Background: an optimization exercise with open tools, aiming at small area, a short achievable clock period and few clock cycles per item. Do not read the settings as production practice. Function was checked by simulation only, so behaviour that the tests miss may differ from the original.

==> flow/design.v <==
module rs_decoder (
  input  wire       clk,
  input  wire       rst,
  input  wire [7:0] cfg_n,
  input  wire [4:0] cfg_r,
  input  wire       in_valid,
  output wire       in_ready,
  input  wire [7:0] in_data,
  output reg        out_valid,
  input  wire       out_ready,
  output reg  [7:0] out_data,
  output reg        out_last,
  output reg        out_err,
  output reg  [3:0] out_nerr
);
  function automatic [7:0] gf_mul(input [7:0] a, input [7:0] b);
    reg [7:0] p;
    reg [7:0] x;
    integer i;
    begin
      p = 8'h00;
      x = a;
      for (i = 0; i < 8; i = i + 1) begin
        if (b[i]) p = p ^ x;
        x = {x[6:0], 1'b0} ^ (x[7] ? 8'h1d : 8'h00);
      end
      gf_mul = p;
    end
  endfunction
  function automatic [7:0] gf_inv(input [7:0] a);
    case (a)
      8'h00: gf_inv = 8'h00;
      8'h01: gf_inv = 8'h01;
      8'h02: gf_inv = 8'h8e;
      8'h03: gf_inv = 8'hf4;
      8'h04: gf_inv = 8'h47;
      8'h05: gf_inv = 8'ha7;
      8'h06: gf_inv = 8'h7a;
      8'h07: gf_inv = 8'hba;
      8'h08: gf_inv = 8'had;
      8'h09: gf_inv = 8'h9d;
      8'h0a: gf_inv = 8'hdd;
      8'h0b: gf_inv = 8'h98;
      8'h0c: gf_inv = 8'h3d;
      8'h0d: gf_inv = 8'haa;
      8'h0e: gf_inv = 8'h5d;
      8'h0f: gf_inv = 8'h96;
      8'h10: gf_inv = 8'hd8;
      8'h11: gf_inv = 8'h72;
      8'h12: gf_inv = 8'hc0;
      8'h13: gf_inv = 8'h58;
      8'h14: gf_inv = 8'he0;
      8'h15: gf_inv = 8'h3e;
      8'h16: gf_inv = 8'h4c;
      8'h17: gf_inv = 8'h66;
      8'h18: gf_inv = 8'h90;
      8'h19: gf_inv = 8'hde;
      8'h1a: gf_inv = 8'h55;
      8'h1b: gf_inv = 8'h80;
      8'h1c: gf_inv = 8'ha0;
      8'h1d: gf_inv = 8'h83;
      8'h1e: gf_inv = 8'h4b;
      8'h1f: gf_inv = 8'h2a;
      8'h20: gf_inv = 8'h6c;
      8'h21: gf_inv = 8'hed;
      8'h22: gf_inv = 8'h39;
      8'h23: gf_inv = 8'h51;
      8'h24: gf_inv = 8'h60;
      8'h25: gf_inv = 8'h56;
      8'h26: gf_inv = 8'h2c;
      8'h27: gf_inv = 8'h8a;
      8'h28: gf_inv = 8'h70;
      8'h29: gf_inv = 8'hd0;
      8'h2a: gf_inv = 8'h1f;
      8'h2b: gf_inv = 8'h4a;
      8'h2c: gf_inv = 8'h26;
      8'h2d: gf_inv = 8'h8b;
      8'h2e: gf_inv = 8'h33;
      8'h2f: gf_inv = 8'h6e;
      8'h30: gf_inv = 8'h48;
      8'h31: gf_inv = 8'h89;
      8'h32: gf_inv = 8'h6f;
      8'h33: gf_inv = 8'h2e;
      8'h34: gf_inv = 8'ha4;
      8'h35: gf_inv = 8'hc3;
      8'h36: gf_inv = 8'h40;
      8'h37: gf_inv = 8'h5e;
      8'h38: gf_inv = 8'h50;
      8'h39: gf_inv = 8'h22;
      8'h3a: gf_inv = 8'hcf;
      8'h3b: gf_inv = 8'ha9;
      8'h3c: gf_inv = 8'hab;
      8'h3d: gf_inv = 8'h0c;
      8'h3e: gf_inv = 8'h15;
      8'h3f: gf_inv = 8'he1;
      8'h40: gf_inv = 8'h36;
      8'h41: gf_inv = 8'h5f;
      8'h42: gf_inv = 8'hf8;
      8'h43: gf_inv = 8'hd5;
      8'h44: gf_inv = 8'h92;
      8'h45: gf_inv = 8'h4e;
      8'h46: gf_inv = 8'ha6;
      8'h47: gf_inv = 8'h04;
      8'h48: gf_inv = 8'h30;
      8'h49: gf_inv = 8'h88;
      8'h4a: gf_inv = 8'h2b;
      8'h4b: gf_inv = 8'h1e;
      8'h4c: gf_inv = 8'h16;
      8'h4d: gf_inv = 8'h67;
      8'h4e: gf_inv = 8'h45;
      8'h4f: gf_inv = 8'h93;
      8'h50: gf_inv = 8'h38;
      8'h51: gf_inv = 8'h23;
      8'h52: gf_inv = 8'h68;
      8'h53: gf_inv = 8'h8c;
      8'h54: gf_inv = 8'h81;
      8'h55: gf_inv = 8'h1a;
      8'h56: gf_inv = 8'h25;
      8'h57: gf_inv = 8'h61;
      8'h58: gf_inv = 8'h13;
      8'h59: gf_inv = 8'hc1;
      8'h5a: gf_inv = 8'hcb;
      8'h5b: gf_inv = 8'h63;
      8'h5c: gf_inv = 8'h97;
      8'h5d: gf_inv = 8'h0e;
      8'h5e: gf_inv = 8'h37;
      8'h5f: gf_inv = 8'h41;
      8'h60: gf_inv = 8'h24;
      8'h61: gf_inv = 8'h57;
      8'h62: gf_inv = 8'hca;
      8'h63: gf_inv = 8'h5b;
      8'h64: gf_inv = 8'hb9;
      8'h65: gf_inv = 8'hc4;
      8'h66: gf_inv = 8'h17;
      8'h67: gf_inv = 8'h4d;
      8'h68: gf_inv = 8'h52;
      8'h69: gf_inv = 8'h8d;
      8'h6a: gf_inv = 8'hef;
      8'h6b: gf_inv = 8'hb3;
      8'h6c: gf_inv = 8'h20;
      8'h6d: gf_inv = 8'hec;
      8'h6e: gf_inv = 8'h2f;
      8'h6f: gf_inv = 8'h32;
      8'h70: gf_inv = 8'h28;
      8'h71: gf_inv = 8'hd1;
      8'h72: gf_inv = 8'h11;
      8'h73: gf_inv = 8'hd9;
      8'h74: gf_inv = 8'he9;
      8'h75: gf_inv = 8'hfb;
      8'h76: gf_inv = 8'hda;
      8'h77: gf_inv = 8'h79;
      8'h78: gf_inv = 8'hdb;
      8'h79: gf_inv = 8'h77;
      8'h7a: gf_inv = 8'h06;
      8'h7b: gf_inv = 8'hbb;
      8'h7c: gf_inv = 8'h84;
      8'h7d: gf_inv = 8'hcd;
      8'h7e: gf_inv = 8'hfe;
      8'h7f: gf_inv = 8'hfc;
      8'h80: gf_inv = 8'h1b;
      8'h81: gf_inv = 8'h54;
      8'h82: gf_inv = 8'ha1;
      8'h83: gf_inv = 8'h1d;
      8'h84: gf_inv = 8'h7c;
      8'h85: gf_inv = 8'hcc;
      8'h86: gf_inv = 8'he4;
      8'h87: gf_inv = 8'hb0;
      8'h88: gf_inv = 8'h49;
      8'h89: gf_inv = 8'h31;
      8'h8a: gf_inv = 8'h27;
      8'h8b: gf_inv = 8'h2d;
      8'h8c: gf_inv = 8'h53;
      8'h8d: gf_inv = 8'h69;
      8'h8e: gf_inv = 8'h02;
      8'h8f: gf_inv = 8'hf5;
      8'h90: gf_inv = 8'h18;
      8'h91: gf_inv = 8'hdf;
      8'h92: gf_inv = 8'h44;
      8'h93: gf_inv = 8'h4f;
      8'h94: gf_inv = 8'h9b;
      8'h95: gf_inv = 8'hbc;
      8'h96: gf_inv = 8'h0f;
      8'h97: gf_inv = 8'h5c;
      8'h98: gf_inv = 8'h0b;
      8'h99: gf_inv = 8'hdc;
      8'h9a: gf_inv = 8'hbd;
      8'h9b: gf_inv = 8'h94;
      8'h9c: gf_inv = 8'hac;
      8'h9d: gf_inv = 8'h09;
      8'h9e: gf_inv = 8'hc7;
      8'h9f: gf_inv = 8'ha2;
      8'ha0: gf_inv = 8'h1c;
      8'ha1: gf_inv = 8'h82;
      8'ha2: gf_inv = 8'h9f;
      8'ha3: gf_inv = 8'hc6;
      8'ha4: gf_inv = 8'h34;
      8'ha5: gf_inv = 8'hc2;
      8'ha6: gf_inv = 8'h46;
      8'ha7: gf_inv = 8'h05;
      8'ha8: gf_inv = 8'hce;
      8'ha9: gf_inv = 8'h3b;
      8'haa: gf_inv = 8'h0d;
      8'hab: gf_inv = 8'h3c;
      8'hac: gf_inv = 8'h9c;
      8'had: gf_inv = 8'h08;
      8'hae: gf_inv = 8'hbe;
      8'haf: gf_inv = 8'hb7;
      8'hb0: gf_inv = 8'h87;
      8'hb1: gf_inv = 8'he5;
      8'hb2: gf_inv = 8'hee;
      8'hb3: gf_inv = 8'h6b;
      8'hb4: gf_inv = 8'heb;
      8'hb5: gf_inv = 8'hf2;
      8'hb6: gf_inv = 8'hbf;
      8'hb7: gf_inv = 8'haf;
      8'hb8: gf_inv = 8'hc5;
      8'hb9: gf_inv = 8'h64;
      8'hba: gf_inv = 8'h07;
      8'hbb: gf_inv = 8'h7b;
      8'hbc: gf_inv = 8'h95;
      8'hbd: gf_inv = 8'h9a;
      8'hbe: gf_inv = 8'hae;
      8'hbf: gf_inv = 8'hb6;
      8'hc0: gf_inv = 8'h12;
      8'hc1: gf_inv = 8'h59;
      8'hc2: gf_inv = 8'ha5;
      8'hc3: gf_inv = 8'h35;
      8'hc4: gf_inv = 8'h65;
      8'hc5: gf_inv = 8'hb8;
      8'hc6: gf_inv = 8'ha3;
      8'hc7: gf_inv = 8'h9e;
      8'hc8: gf_inv = 8'hd2;
      8'hc9: gf_inv = 8'hf7;
      8'hca: gf_inv = 8'h62;
      8'hcb: gf_inv = 8'h5a;
      8'hcc: gf_inv = 8'h85;
      8'hcd: gf_inv = 8'h7d;
      8'hce: gf_inv = 8'ha8;
      8'hcf: gf_inv = 8'h3a;
      8'hd0: gf_inv = 8'h29;
      8'hd1: gf_inv = 8'h71;
      8'hd2: gf_inv = 8'hc8;
      8'hd3: gf_inv = 8'hf6;
      8'hd4: gf_inv = 8'hf9;
      8'hd5: gf_inv = 8'h43;
      8'hd6: gf_inv = 8'hd7;
      8'hd7: gf_inv = 8'hd6;
      8'hd8: gf_inv = 8'h10;
      8'hd9: gf_inv = 8'h73;
      8'hda: gf_inv = 8'h76;
      8'hdb: gf_inv = 8'h78;
      8'hdc: gf_inv = 8'h99;
      8'hdd: gf_inv = 8'h0a;
      8'hde: gf_inv = 8'h19;
      8'hdf: gf_inv = 8'h91;
      8'he0: gf_inv = 8'h14;
      8'he1: gf_inv = 8'h3f;
      8'he2: gf_inv = 8'he6;
      8'he3: gf_inv = 8'hf0;
      8'he4: gf_inv = 8'h86;
      8'he5: gf_inv = 8'hb1;
      8'he6: gf_inv = 8'he2;
      8'he7: gf_inv = 8'hf1;
      8'he8: gf_inv = 8'hfa;
      8'he9: gf_inv = 8'h74;
      8'hea: gf_inv = 8'hf3;
      8'heb: gf_inv = 8'hb4;
      8'hec: gf_inv = 8'h6d;
      8'hed: gf_inv = 8'h21;
      8'hee: gf_inv = 8'hb2;
      8'hef: gf_inv = 8'h6a;
      8'hf0: gf_inv = 8'he3;
      8'hf1: gf_inv = 8'he7;
      8'hf2: gf_inv = 8'hb5;
      8'hf3: gf_inv = 8'hea;
      8'hf4: gf_inv = 8'h03;
      8'hf5: gf_inv = 8'h8f;
      8'hf6: gf_inv = 8'hd3;
      8'hf7: gf_inv = 8'hc9;
      8'hf8: gf_inv = 8'h42;
      8'hf9: gf_inv = 8'hd4;
      8'hfa: gf_inv = 8'he8;
      8'hfb: gf_inv = 8'h75;
      8'hfc: gf_inv = 8'h7f;
      8'hfd: gf_inv = 8'hff;
      8'hfe: gf_inv = 8'h7e;
      8'hff: gf_inv = 8'hfd;
      default: gf_inv = 8'h00;
    endcase
  endfunction
  function automatic [7:0] gf_exp(input [7:0] e);
    case (e)
      8'h00: gf_exp = 8'h01;
      8'h01: gf_exp = 8'h02;
      8'h02: gf_exp = 8'h04;
      8'h03: gf_exp = 8'h08;
      8'h04: gf_exp = 8'h10;
      8'h05: gf_exp = 8'h20;
      8'h06: gf_exp = 8'h40;
      8'h07: gf_exp = 8'h80;
      8'h08: gf_exp = 8'h1d;
      8'h09: gf_exp = 8'h3a;
      8'h0a: gf_exp = 8'h74;
      8'h0b: gf_exp = 8'he8;
      8'h0c: gf_exp = 8'hcd;
      8'h0d: gf_exp = 8'h87;
      8'h0e: gf_exp = 8'h13;
      8'h0f: gf_exp = 8'h26;
      8'h10: gf_exp = 8'h4c;
      8'h11: gf_exp = 8'h98;
      8'h12: gf_exp = 8'h2d;
      8'h13: gf_exp = 8'h5a;
      8'h14: gf_exp = 8'hb4;
      8'h15: gf_exp = 8'h75;
      8'h16: gf_exp = 8'hea;
      8'h17: gf_exp = 8'hc9;
      8'h18: gf_exp = 8'h8f;
      8'h19: gf_exp = 8'h03;
      8'h1a: gf_exp = 8'h06;
      8'h1b: gf_exp = 8'h0c;
      8'h1c: gf_exp = 8'h18;
      8'h1d: gf_exp = 8'h30;
      8'h1e: gf_exp = 8'h60;
      8'h1f: gf_exp = 8'hc0;
      8'h20: gf_exp = 8'h9d;
      8'h21: gf_exp = 8'h27;
      8'h22: gf_exp = 8'h4e;
      8'h23: gf_exp = 8'h9c;
      8'h24: gf_exp = 8'h25;
      8'h25: gf_exp = 8'h4a;
      8'h26: gf_exp = 8'h94;
      8'h27: gf_exp = 8'h35;
      8'h28: gf_exp = 8'h6a;
      8'h29: gf_exp = 8'hd4;
      8'h2a: gf_exp = 8'hb5;
      8'h2b: gf_exp = 8'h77;
      8'h2c: gf_exp = 8'hee;
      8'h2d: gf_exp = 8'hc1;
      8'h2e: gf_exp = 8'h9f;
      8'h2f: gf_exp = 8'h23;
      8'h30: gf_exp = 8'h46;
      8'h31: gf_exp = 8'h8c;
      8'h32: gf_exp = 8'h05;
      8'h33: gf_exp = 8'h0a;
      8'h34: gf_exp = 8'h14;
      8'h35: gf_exp = 8'h28;
      8'h36: gf_exp = 8'h50;
      8'h37: gf_exp = 8'ha0;
      8'h38: gf_exp = 8'h5d;
      8'h39: gf_exp = 8'hba;
      8'h3a: gf_exp = 8'h69;
      8'h3b: gf_exp = 8'hd2;
      8'h3c: gf_exp = 8'hb9;
      8'h3d: gf_exp = 8'h6f;
      8'h3e: gf_exp = 8'hde;
      8'h3f: gf_exp = 8'ha1;
      8'h40: gf_exp = 8'h5f;
      8'h41: gf_exp = 8'hbe;
      8'h42: gf_exp = 8'h61;
      8'h43: gf_exp = 8'hc2;
      8'h44: gf_exp = 8'h99;
      8'h45: gf_exp = 8'h2f;
      8'h46: gf_exp = 8'h5e;
      8'h47: gf_exp = 8'hbc;
      8'h48: gf_exp = 8'h65;
      8'h49: gf_exp = 8'hca;
      8'h4a: gf_exp = 8'h89;
      8'h4b: gf_exp = 8'h0f;
      8'h4c: gf_exp = 8'h1e;
      8'h4d: gf_exp = 8'h3c;
      8'h4e: gf_exp = 8'h78;
      8'h4f: gf_exp = 8'hf0;
      8'h50: gf_exp = 8'hfd;
      8'h51: gf_exp = 8'he7;
      8'h52: gf_exp = 8'hd3;
      8'h53: gf_exp = 8'hbb;
      8'h54: gf_exp = 8'h6b;
      8'h55: gf_exp = 8'hd6;
      8'h56: gf_exp = 8'hb1;
      8'h57: gf_exp = 8'h7f;
      8'h58: gf_exp = 8'hfe;
      8'h59: gf_exp = 8'he1;
      8'h5a: gf_exp = 8'hdf;
      8'h5b: gf_exp = 8'ha3;
      8'h5c: gf_exp = 8'h5b;
      8'h5d: gf_exp = 8'hb6;
      8'h5e: gf_exp = 8'h71;
      8'h5f: gf_exp = 8'he2;
      8'h60: gf_exp = 8'hd9;
      8'h61: gf_exp = 8'haf;
      8'h62: gf_exp = 8'h43;
      8'h63: gf_exp = 8'h86;
      8'h64: gf_exp = 8'h11;
      8'h65: gf_exp = 8'h22;
      8'h66: gf_exp = 8'h44;
      8'h67: gf_exp = 8'h88;
      8'h68: gf_exp = 8'h0d;
      8'h69: gf_exp = 8'h1a;
      8'h6a: gf_exp = 8'h34;
      8'h6b: gf_exp = 8'h68;
      8'h6c: gf_exp = 8'hd0;
      8'h6d: gf_exp = 8'hbd;
      8'h6e: gf_exp = 8'h67;
      8'h6f: gf_exp = 8'hce;
      8'h70: gf_exp = 8'h81;
      8'h71: gf_exp = 8'h1f;
      8'h72: gf_exp = 8'h3e;
      8'h73: gf_exp = 8'h7c;
      8'h74: gf_exp = 8'hf8;
      8'h75: gf_exp = 8'hed;
      8'h76: gf_exp = 8'hc7;
      8'h77: gf_exp = 8'h93;
      8'h78: gf_exp = 8'h3b;
      8'h79: gf_exp = 8'h76;
      8'h7a: gf_exp = 8'hec;
      8'h7b: gf_exp = 8'hc5;
      8'h7c: gf_exp = 8'h97;
      8'h7d: gf_exp = 8'h33;
      8'h7e: gf_exp = 8'h66;
      8'h7f: gf_exp = 8'hcc;
      8'h80: gf_exp = 8'h85;
      8'h81: gf_exp = 8'h17;
      8'h82: gf_exp = 8'h2e;
      8'h83: gf_exp = 8'h5c;
      8'h84: gf_exp = 8'hb8;
      8'h85: gf_exp = 8'h6d;
      8'h86: gf_exp = 8'hda;
      8'h87: gf_exp = 8'ha9;
      8'h88: gf_exp = 8'h4f;
      8'h89: gf_exp = 8'h9e;
      8'h8a: gf_exp = 8'h21;
      8'h8b: gf_exp = 8'h42;
      8'h8c: gf_exp = 8'h84;
      8'h8d: gf_exp = 8'h15;
      8'h8e: gf_exp = 8'h2a;
      8'h8f: gf_exp = 8'h54;
      8'h90: gf_exp = 8'ha8;
      8'h91: gf_exp = 8'h4d;
      8'h92: gf_exp = 8'h9a;
      8'h93: gf_exp = 8'h29;
      8'h94: gf_exp = 8'h52;
      8'h95: gf_exp = 8'ha4;
      8'h96: gf_exp = 8'h55;
      8'h97: gf_exp = 8'haa;
      8'h98: gf_exp = 8'h49;
      8'h99: gf_exp = 8'h92;
      8'h9a: gf_exp = 8'h39;
      8'h9b: gf_exp = 8'h72;
      8'h9c: gf_exp = 8'he4;
      8'h9d: gf_exp = 8'hd5;
      8'h9e: gf_exp = 8'hb7;
      8'h9f: gf_exp = 8'h73;
      8'ha0: gf_exp = 8'he6;
      8'ha1: gf_exp = 8'hd1;
      8'ha2: gf_exp = 8'hbf;
      8'ha3: gf_exp = 8'h63;
      8'ha4: gf_exp = 8'hc6;
      8'ha5: gf_exp = 8'h91;
      8'ha6: gf_exp = 8'h3f;
      8'ha7: gf_exp = 8'h7e;
      8'ha8: gf_exp = 8'hfc;
      8'ha9: gf_exp = 8'he5;
      8'haa: gf_exp = 8'hd7;
      8'hab: gf_exp = 8'hb3;
      8'hac: gf_exp = 8'h7b;
      8'had: gf_exp = 8'hf6;
      8'hae: gf_exp = 8'hf1;
      8'haf: gf_exp = 8'hff;
      8'hb0: gf_exp = 8'he3;
      8'hb1: gf_exp = 8'hdb;
      8'hb2: gf_exp = 8'hab;
      8'hb3: gf_exp = 8'h4b;
      8'hb4: gf_exp = 8'h96;
      8'hb5: gf_exp = 8'h31;
      8'hb6: gf_exp = 8'h62;
      8'hb7: gf_exp = 8'hc4;
      8'hb8: gf_exp = 8'h95;
      8'hb9: gf_exp = 8'h37;
      8'hba: gf_exp = 8'h6e;
      8'hbb: gf_exp = 8'hdc;
      8'hbc: gf_exp = 8'ha5;
      8'hbd: gf_exp = 8'h57;
      8'hbe: gf_exp = 8'hae;
      8'hbf: gf_exp = 8'h41;
      8'hc0: gf_exp = 8'h82;
      8'hc1: gf_exp = 8'h19;
      8'hc2: gf_exp = 8'h32;
      8'hc3: gf_exp = 8'h64;
      8'hc4: gf_exp = 8'hc8;
      8'hc5: gf_exp = 8'h8d;
      8'hc6: gf_exp = 8'h07;
      8'hc7: gf_exp = 8'h0e;
      8'hc8: gf_exp = 8'h1c;
      8'hc9: gf_exp = 8'h38;
      8'hca: gf_exp = 8'h70;
      8'hcb: gf_exp = 8'he0;
      8'hcc: gf_exp = 8'hdd;
      8'hcd: gf_exp = 8'ha7;
      8'hce: gf_exp = 8'h53;
      8'hcf: gf_exp = 8'ha6;
      8'hd0: gf_exp = 8'h51;
      8'hd1: gf_exp = 8'ha2;
      8'hd2: gf_exp = 8'h59;
      8'hd3: gf_exp = 8'hb2;
      8'hd4: gf_exp = 8'h79;
      8'hd5: gf_exp = 8'hf2;
      8'hd6: gf_exp = 8'hf9;
      8'hd7: gf_exp = 8'hef;
      8'hd8: gf_exp = 8'hc3;
      8'hd9: gf_exp = 8'h9b;
      8'hda: gf_exp = 8'h2b;
      8'hdb: gf_exp = 8'h56;
      8'hdc: gf_exp = 8'hac;
      8'hdd: gf_exp = 8'h45;
      8'hde: gf_exp = 8'h8a;
      8'hdf: gf_exp = 8'h09;
      8'he0: gf_exp = 8'h12;
      8'he1: gf_exp = 8'h24;
      8'he2: gf_exp = 8'h48;
      8'he3: gf_exp = 8'h90;
      8'he4: gf_exp = 8'h3d;
      8'he5: gf_exp = 8'h7a;
      8'he6: gf_exp = 8'hf4;
      8'he7: gf_exp = 8'hf5;
      8'he8: gf_exp = 8'hf7;
      8'he9: gf_exp = 8'hf3;
      8'hea: gf_exp = 8'hfb;
      8'heb: gf_exp = 8'heb;
      8'hec: gf_exp = 8'hcb;
      8'hed: gf_exp = 8'h8b;
      8'hee: gf_exp = 8'h0b;
      8'hef: gf_exp = 8'h16;
      8'hf0: gf_exp = 8'h2c;
      8'hf1: gf_exp = 8'h58;
      8'hf2: gf_exp = 8'hb0;
      8'hf3: gf_exp = 8'h7d;
      8'hf4: gf_exp = 8'hfa;
      8'hf5: gf_exp = 8'he9;
      8'hf6: gf_exp = 8'hcf;
      8'hf7: gf_exp = 8'h83;
      8'hf8: gf_exp = 8'h1b;
      8'hf9: gf_exp = 8'h36;
      8'hfa: gf_exp = 8'h6c;
      8'hfb: gf_exp = 8'hd8;
      8'hfc: gf_exp = 8'had;
      8'hfd: gf_exp = 8'h47;
      8'hfe: gf_exp = 8'h8e;
      8'hff: gf_exp = 8'h01;
      default: gf_exp = 8'h01;
    endcase
  endfunction
  localparam [2:0] S_IDLE  = 3'd0,   
                   S_IN    = 3'd1,   
                   S_BM    = 3'd2,   
                   S_OMEGA = 3'd3,   
                   S_INIT  = 3'd4,   
                   S_CHIEN = 3'd5,   
                   S_OUT   = 3'd6;   
  reg [2:0] state;
  reg [7:0] step;         
  reg [7:0] n_reg;        
  reg [4:0] r_reg;        
  wire [3:0] t_reg = r_reg[4:1];
  wire [7:0] k_reg = n_reg - {3'd0, r_reg};
  reg [7:0] cw_buf [0:254];    
  reg [7:0] synd   [0:15];     
  reg [7:0] lam    [0:8];      
  reg [7:0] bpol   [0:8];      
  reg [7:0] omg    [0:7];      
  reg [7:0] gamma;
  reg [4:0] bm_l;
  reg [7:0] pw;                
  reg [7:0] beta;              
  reg [7:0] err_pos [0:7];     
  reg [7:0] err_val [0:7];
  reg [3:0] err_cnt;           
  reg       dec_ok;
  assign in_ready = (state == S_IDLE) || (state == S_IN);
  wire in_fire = in_valid && in_ready;
  integer i;
  wire [3:0] idx = step[3:0];
  reg  [7:0] delta;
  always @* begin
    delta = 8'h00;
    for (i = 0; i < 9; i = i + 1)
      if ({28'd0, idx} >= i)
        delta = delta ^ gf_mul(lam[i], synd[idx - i[3:0]]);
  end
  reg [7:0] lam_sum, lam_odd, omg_sum;
  always @* begin
    lam_sum = 8'h00;
    lam_odd = 8'h00;
    omg_sum = 8'h00;
    for (i = 0; i < 9; i = i + 1) begin
      lam_sum = lam_sum ^ lam[i];
      if (i % 2 == 1) lam_odd = lam_odd ^ lam[i];
    end
    for (i = 0; i < 8; i = i + 1)
      omg_sum = omg_sum ^ omg[i];
  end
  wire [7:0] err_value = gf_mul(omg_sum, gf_inv(lam_odd));
  reg [7:0] corr;
  always @* begin
    corr = 8'h00;
    for (i = 0; i < 8; i = i + 1)
      if (i < err_cnt && err_pos[i] == step)
        corr = corr ^ err_val[i];
  end
  always @(posedge clk) begin
    if (in_fire)
      cw_buf[step] <= in_data;
  end
  always @(posedge clk) begin
    if (rst) begin
      state     <= S_IDLE;
      step      <= 8'd0;
      out_valid <= 1'b0;
      out_last  <= 1'b0;
      out_err   <= 1'b0;
      out_nerr  <= 4'd0;
      out_data  <= 8'h00;
    end else begin
      if (out_ready)
        out_valid <= 1'b0;
      case (state)
        S_IDLE, S_IN: begin
          if (in_fire) begin
            if (state == S_IDLE) begin
              n_reg <= cfg_n;
              r_reg <= cfg_r;
              for (i = 0; i < 16; i = i + 1)
                synd[i] <= in_data;
              state <= S_IN;
              step  <= 8'd1;
            end else begin
              for (i = 0; i < 16; i = i + 1)
                synd[i] <= gf_mul(synd[i], gf_exp(i[7:0])) ^ in_data;
              step <= step + 8'd1;
              if (step == n_reg - 8'd1) begin
                state <= S_BM;
                step  <= 8'd0;
                for (i = 0; i < 9; i = i + 1) begin
                  lam[i]  <= (i == 0) ? 8'h01 : 8'h00;
                  bpol[i] <= (i == 0) ? 8'h01 : 8'h00;
                end
                gamma <= 8'h01;
                bm_l  <= 5'd0;
              end
            end
          end
        end
        S_BM: begin
          for (i = 0; i < 9; i = i + 1)
            lam[i] <= gf_mul(gamma, lam[i]) ^ ((i == 0) ? 8'h00 : gf_mul(delta, bpol[i-1]));
          if (delta != 8'h00 && {bm_l, 1'b0} <= {1'b0, step[4:0]}) begin
            for (i = 0; i < 9; i = i + 1)
              bpol[i] <= lam[i];
            bm_l  <= step[4:0] + 5'd1 - bm_l;
            gamma <= delta;
          end else begin
            for (i = 0; i < 9; i = i + 1)
              bpol[i] <= (i == 0) ? 8'h00 : bpol[i-1];
          end
          step <= step + 8'd1;
          if (step == {3'd0, r_reg} - 8'd1) begin
            state <= S_OMEGA;
            step  <= 8'd0;
          end
        end
        S_OMEGA: begin
          omg[step[2:0]] <= (step < {4'd0, t_reg}) ? delta : 8'h00;
          step <= step + 8'd1;
          if (step == 8'd7) begin
            state <= S_INIT;
            step  <= 8'd0;
            pw    <= 8'h01;
            beta  <= gf_exp(8'd0 - n_reg);   
          end
        end
        S_INIT: begin
          lam[step[3:0]] <= gf_mul(lam[step[3:0]], pw);
          if (step < 8'd8)
            omg[step[2:0]] <= gf_mul(omg[step[2:0]], pw);
          pw   <= gf_mul(pw, beta);
          step <= step + 8'd1;
          if (step == 8'd8) begin
            state   <= S_CHIEN;
            step    <= 8'd0;
            err_cnt <= 4'd0;
          end
        end
        S_CHIEN: begin
          if (lam_sum == 8'h00) begin
            if (err_cnt < 4'd8) begin
              err_pos[err_cnt[2:0]] <= step;
              err_val[err_cnt[2:0]] <= err_value;
            end
            if (err_cnt != 4'd9)
              err_cnt <= err_cnt + 4'd1;
          end
          for (i = 0; i < 9; i = i + 1)
            lam[i] <= gf_mul(lam[i], gf_exp(i[7:0]));
          for (i = 0; i < 8; i = i + 1)
            omg[i] <= gf_mul(omg[i], gf_exp(i[7:0]));
          step <= step + 8'd1;
          if (step == n_reg - 8'd1) begin
            state <= S_OUT;
            step  <= 8'd0;
          end
        end
        S_OUT: begin
          if (!out_valid || out_ready) begin
            out_valid <= 1'b1;
            out_data  <= cw_buf[step] ^ (dec_ok ? corr : 8'h00);
            out_last  <= (step == k_reg - 8'd1);
            out_err   <= !dec_ok;
            out_nerr  <= dec_ok ? err_cnt : 4'd0;
            step      <= step + 8'd1;
            if (step == k_reg - 8'd1) begin
              state <= S_IDLE;
              step  <= 8'd0;
            end
          end
        end
        default: state <= S_IDLE;
      endcase
    end
  end
  always @* dec_ok = ({bm_l} <= {1'b0, t_reg}) && ({1'b0, err_cnt} == bm_l);
endmodule
==> flow/run.sh <==
#!/bin/bash
# synth_recipe.tcl (not shown) runs the flow's synth.tcl, then flattens the netlist and writes it again
# the make line also repeats each setting of config.mk as NAME=value (left out here)
make -C /OpenROAD-flow-scripts/flow DESIGN_CONFIG=/design/flow/config.mk WORK_HOME=/design/flow/orfs CLKGATE_MAP_FILE= SYNTH_SCRIPT=/design/flow/synth_recipe.tcl finish
==> flow/config.mk <==
export PLATFORM = sky130hd
export DESIGN_NAME = rs_decoder
export DESIGN_NICKNAME = rs_decoder
export VERILOG_FILES = /design/flow/design.v
export SDC_FILE = /design/flow/constraint.sdc
export NUM_CORES = 4
export LEC_CHECK = 0
export CAP_MARGIN = 20
export CORE_MARGIN = 2
export CORE_UTILIZATION = 40
export SLEW_MARGIN = 20
export SYNTH_MEMORY_MAX_BITS = 4096
==> flow/constraint.sdc <==
create_clock -name core_clock -period 10.0 [get_ports {clk}]
set_input_delay 2.0000 -clock core_clock [delete_from_list [all_inputs] [get_ports {clk}]]
set_output_delay 2.0000 -clock core_clock [all_outputs]
set_load 0.01 [all_outputs]
==> out/qor.txt <==
Vias -> 118000
Post-route worst setup slack -> 639 ps
CP cell instances -> inv_1 -> ha_1 -> nor3b_4 -> nand3b_1 -> nor2_1 -> a21oi_1 -> nand2b_1 -> a21oi_1 -> a211oi_1 -> xnor2_1 -> xnor2_1 -> xnor2_1 -> xnor2_1 -> xnor3_1 -> xnor3_1 -> xor2_1 -> buf_4 -> nand2_1 -> xnor2_1 -> xnor2_1 -> xnor2_1 -> o21ai_0
Hold Vio Cnt, Final -> 0
# clock sinks -> 2632
Initial antenna violation count -> 25
Area grow syn2layout -> 9.84%
Post-Route WL -> 595000 µm
Setup bufs post-CTS -> 0
CP startpoint kind -> flip-flop
Post-Layout Cell Count -> 18800
Met1 usage -> 0.391
Post-cts resize count -> 0
CP Class -> reg -> reg
Die width -> 637 µm
Slowest CP cell -> ha_1
Layer with the highest usage -> met2
First-pass DRT Iterations -> 9
Cell Area, Synth -> 160000 µm²
Worst Setup End Kind -> flip-flop
DR DRC count -> 0
Clk buf depth -> 4
Routability cong. -> 1.02
Status -> no timing/DRC/antenna violations
First-pass GRT wire length -> 840000 µm
Min Tclk post-route -> 9360 ps
Die ar. -> 406000 µm²
Die height -> 637 µm
Post-synth cell types -> 118
Ys flop type -> edfxtp_1
Worst path most repeated cell -> xnor2_1
Layout cells sized above 1 -> 0.143
Met2 GRT Util -> 0.408
Yosys warning total -> 3
GRT met3 Usage -> 0.0835
Largest Register -> cw_buf
WP data arrival -> 9980 ps
Required time of the critical path -> 10620 ps
Largest net degree at the start of global routing -> 157
Hold-fix buffers, CTS -> 0
Vias in the first global route -> 110000
Syn nets -> 13800
Seq/Total Area, Yosys -> 0.490
Reg clk slew, reported paths -> 60 ps
Largest registers -> cw_buf: 2040 flops, lam: 128 flops, synd: 128 flops
RSZ-0062 raised after global routing -> false
Tcrit/Tclk final -> 0.936
Final ANT Viol Nets -> 0
Final Max Slew Viols -> 0
Max stage delay on crit path -> 1010 ps
Setup Viol. Count Final -> 0
Layout Skew -> 86.3 ps
CTS Buf Count -> 287
Initial core utilization -> 0.402
Placed wire-length estimate -> 394000 µm
GRT Residual Overflow -> 0
Worst-Skew Late Latency -> 940 ps
Pre-CTS setup slack -> 986 ps
Max reg flops -> 2040
WL/cell -> 31.7 µm
Drt via density -> 6.25
Hold WC Path Type -> reg -> reg
Setup_tns -> 0 ps
Cells after synthesis -> 13700
Measured slew at the worst slew-check pin -> 1300 ps
Clock tree from TritonCTS -> yes
Tot GR Track Use -> 0.284
H-Tree Depth -> 5
Crit Path Max Fanout -> 20
Nets -> 13400
Clock Tree Root -> clkbuf_16
Synth async-reset ratio -> 0
Post-synth EDFFs -> 2598
I/O pin total -> 41
MaxCap Viol Count -> 0
DR iter-0 viols -> 18100
Std cell rows -> 232
Avg Inst Size Synth -> 11.7 µm²
Peak Freq -> 107 MHz
Port bufs -> 40
Max_slew headroom -> 0.135
#FFs+latches synth -> 2632
Min Hold Slack -> 540 ps
Dpl cells -> 18300
Core area -> 399000 µm²
## kinds of logic after synthesis
logic type / after synthesis / share of synthesized area
buffers and inverters: 1408 / 0.0360
adder cells (fa/ha/maj): 86 / 0.00680
AND/OR/NAND/NOR: 3650 / 0.0970
multiplexers: 1058 / 0.124
flip-flops: 2632 / 0.490
XOR/XNOR: 2518 / 0.147
AO/OA/AOI/OAI: 2377 / 0.0992
## stage by stage
step	instance area [µm²]	util
after global placement	167000	0.418
final	176000	0.441
after CTS	176000	0.441
after floorplan	160000	-
after global routing	176000	0.441
after detailed placement	167000	0.418
## layer usage
metal | part of all wire | routed length [µm]
met4 | 0.061 | 36300
met3 | 0.12 | 73100
met2 | 0.42 | 250000
met5 | 0.00019 | 115
met1 | 0.40 | 236000
## area by class of cell
cell class | count | area, µm²
Tap cell | 5265 | 6590
Antenna cell | 18 | 45.0
Inverter | 135 | 507
Clock inverter | 185 | 1660
Multi-Input combinational cell | 9689 | 76800
Fill cell | 36400 | 223000
Clock buffer | 331 | 7540
Timing Repair Buffer | 537 | 4360
Sequential cell | 2632 | 78700
## critical path, delay by kind of cell (launching register included)
family	cells	cell delay, ps
and+or+nand+nor	5	1730
buffers and inverters	2	600
DFF	1	400
AOI/OAI and AO/OA	4	1270
xor gates and xnor gates	10	4050
adders and majority gates	1	1010
## placed cells by master (no fill, tap or decap), types with 35 or more instances in the layout
master,synthesis,final
a211oi_1,107,107
nand4_1,35,35
a21oi_1,493,493
mux2i_1,247,247
mux4_2,730,730
inv_1,115,113
and2_1,46,46
o211ai_1,117,117
a22o_1,51,51
nor4_1,43,40
a22oi_1,286,286
a222oi_1,49,49
nor2b_1,94,94
xor2_1,503,488
nand2b_1,83,83
o22ai_1,111,111
ha_1,84,74
clkbuf_16,0,296
nand2_1,1804,1800
nor2_1,1015,1012
buf_4,36,480
xnor2_1,1903,1870
clkinv_2,0,68
o221ai_1,94,94
nor3_1,127,120
mux2_2,80,80
nand3_1,226,211
clkbuf_1,848,35
clkinv_1,16,80
xnor3_1,85,84
edfxtp_1,2598,2598
o21ai_0,548,546
a221oi_1,65,64
a31oi_1,72,71
## synth_stat cells (all sizes together) (30+ instances only)
cell type | n | area [µm²]
and2 | 47 | 294
nand4 | 35 | 219
o221ai | 95 | 838
nor3 | 129 | 656
mux2i | 247 | 2470
nor2 | 1016 | 3820
ha | 84 | 1050
a22o | 51 | 447
xnor2 | 1911 | 16800
nor2b | 94 | 588
nand2 | 1805 | 6780
a311oi | 30 | 263
xor2 | 506 | 4480
a31oi | 76 | 509
dfxtp | 34 | 681
inv | 119 | 447
clkbuf | 848 | 3180
nor4 | 44 | 282
o211ai | 117 | 878
mux4 | 730 | 16400
a211oi | 109 | 828
edfxtp | 2598 | 78000
o21ai | 568 | 2870
xnor3 | 88 | 1990
buf | 425 | 2080
a221oi | 66 | 584
nand2b | 83 | 519
nand3 | 226 | 1130
o311ai | 30 | 263
o22ai | 111 | 694
a22oi | 286 | 2150
a222oi | 49 | 490
a21oi | 497 | 2500
mux2 | 81 | 916
## path summary, 6_finish.rpt
check,startpoint,to,slack (ps),depth (start not counted)
setup reg to reg,step[2],lam[2][3],640,22
setup / recovery,step[2],lam[2][3],640,22
hold reg to reg,step[4],err_pos[6][4],540,0
hold / removal,step[4],err_pos[6][4],540,0
Testbench counts, summed over its fixed seeds: cycles 116,140, items 256.

static timing again, ports no longer ideal:
How much do the figures lean on ideal ports? The routed layout below was timed once more, with nothing changed but the port constraints.
Step 1 assumes that a clkbuf_16 drives the clock port and a buf_2 every other input.
Step 2, shift: input delay + t, output delay - t, t = (earliest + latest rising clock arrival at the registers) / 2. This alone moves slack from input paths to output paths.
a / b / c = ideal / step 1 / step 2; a / b = the first two.
t, ns: 1.011
setup WS [ns]: 0.639 / 0.639 / 0.639
worst data-port slew with drivers (ns): 0.21
After both steps this run still meets setup and hold. For this run, drivers alone change the setup slack by 0.000 ns; drivers and shift together by 0.000 ns.
